Context: an optimization exercise on an open-source flow, tuned for small area, a short achievable clock period and few clock cycles per item. The choices shown serve that exercise and are no tape-out recipe. Function was checked by simulation only, so behaviour that the tests miss may differ from the original.

## v6
// mx_encoder
module mx_encoder (
    input  wire          clk,
    input  wire          rst,           
    input  wire          in_valid,
    output wire          in_ready,
    input  wire [3:0]    in_fmt,
    input  wire [1023:0] in_data,
    output reg           out_valid,
    input  wire          out_ready,
    output reg  [263:0]  out_block
);
    wire f5 = in_fmt == 4'h5;    
    wire f6 = in_fmt == 4'h6;    
    wire f7 = in_fmt == 4'h7;    
    wire f8 = in_fmt == 4'h8;    
    wire f9 = in_fmt == 4'h9;    
    wire fmt_ok = f5 | f6 | f7 | f8 | f9;
    wire m3 = f5 | f8;
    wire m2 = f6 | f7;
    wire [7:0] emax   = f5 ? 8'd8  : f6 ? 8'd15 : f7 ? 8'd4 : 8'd2;
    wire [7:0] B      = f5 ? 8'd15 : f6 ? 8'd30 : f7 ? 8'd7 : 8'd3;
    wire [7:0] maxext = f5 ? 8'h7E : f6 ? 8'hF7 : f7 ? 8'h3F : 8'h1F;
    function [7:0] gmax8;
        input [63:0] e;
        reg [7:0] alive, r;
        reg       g1, g2, g3;
        reg [1:0] dg;
        integer j, n;
        begin
            alive = 8'hFF;
            for (n = 3; n >= 0; n = n - 1) begin
                g1 = 1'b0; g2 = 1'b0; g3 = 1'b0;
                for (j = 0; j < 8; j = j + 1) begin
                    dg = e[8*j+2*n +: 2];
                    g1 = g1 | (alive[j] & (dg[1] | dg[0]));
                    g2 = g2 | (alive[j] & dg[1]);
                    g3 = g3 | (alive[j] & dg[1] & dg[0]);
                end
                r[2*n+1] = g2;
                r[2*n]   = g3 | (g1 & ~g2);
                for (j = 0; j < 8; j = j + 1) begin
                    dg = e[8*j+2*n +: 2];
                    alive[j] = alive[j] & (dg[1] | ~r[2*n+1]) & (dg[0] | ~r[2*n]);
                end
            end
            gmax8 = r;
        end
    endfunction
    function [7:0] emx;
        input [7:0] a, b;
        reg [7:0] g, e;
        reg [3:0] g1, e1;
        reg [1:0] g2, e2;
        integer k;
        begin
            g = a & ~b;
            e = ~(a ^ b);
  ...
Settings: LEC_CHECK=0, CAP_MARGIN=20, CORE_MARGIN=2, CORE_UTILIZATION=40, CTS_BUF_LIST=sky130_fd_sc_hd__clkbuf_4, GPL_TIMING_DRIVEN=1, PLACE_DENSITY=0.75, SLEW_MARGIN=20; clock period 250.0 ns.
standard.sh (not shown) runs the stock make flow with config.mk's settings and CLKGATE_MAP_FILE= SYNTH_SCRIPT=/design/flow/synth_recipe.tcl, a recipe that flattens the netlist after the stock synthesis.
==> flow/flow/run.sh <==
#!/bin/bash
# Own layout flow: the standard ORFS flow (standard.sh), with two changes
# to how the layout is made:
#  - Yosys maps the logic with an area-recovering ABC script (flow/abc.script,
#    Yosys's own default ABC script) instead of ORFS's delay-driven one;
#  - port buffers are sky130_fd_sc_hd__buf_1 cells (every port still gets one).
# Each tool's full output stays in this folder: make's in flow_make.log, and
# ORFS's per-step logs under orfs/logs/.
set -euo pipefail
here=$(pwd)
rm -rf "$here/scripts_mod"
cp -r "$FLOW_HOME/scripts" "$here/scripts_mod"
cp "$here/flow/abc.script" "$here/scripts_mod/abc_speed.script"
bash "$here/standard.sh" SCRIPTS_DIR="$here/scripts_mod" \
    BUFFER_PORTS_ARGS="-buffer_cell sky130_fd_sc_hd__buf_1" finish \
    > "$here/flow_make.log" 2>&1
test -f "$here/out/final.def"
==> flow/flow/abc.script <==
strash
&get -n
&fraig -x
&put
scorr
dc2
dretime
strash
&get -n
&dch -f
&nf -R 1000
&put
Testbench counts of v6, summed over its fixed seeds: cycles 3,208, items 3,200.
Setup changes, v6 to v7
--- a/flow/flow/abc.script
+++ b/flow/flow/abc.script
@@ -9,4 +9,4 @@
 &get -n
 &dch -f
-&nf -R 1000
+&nf
 &put
==> comparison <==
- v6 vs v7, slowest library cell on the worst path: sky130_fd_sc_hd__a21boi_1 vs sky130_fd_sc_hd__o21ai_1
- v6 -> v7: synthesized area increased slightly
- Share of synthesized cell area in full adder, half adder and majority cells (v7 over v6): decrease, 0.17 points
- The higher maximum achievable frequency came out of v7.
- Instance count of the mapped netlist of v7 exceeds that of v6 slightly.

[static timing again, ports no longer ideal]
The flow's constraints put no driver on any port. The routed layouts listed below were extracted and timed again, unchanged, in two steps.
Step 1, drivers: a clkbuf_16 drives clk and a buf_2 each remaining input, both assumed.
Step 2 also shifts input and output timing later by t, the mid clock arrival at the registers, as if the neighbouring blocks saw the same clock.
a / b / c = no drivers / after step 1 / after step 2; a / b = the first two.
run	t, ns	setup slack, ns	worst setup path at the end
v6	1.119	177.184 / 177.235 / 176.116	input to register
v7	1.220	178.871 / 178.833 / 177.613	input to register
After both steps every run listed still meets setup and hold. The setup slack of v7, which loses most, moves by -0.038 ns with the drivers and by -1.258 ns with both steps.
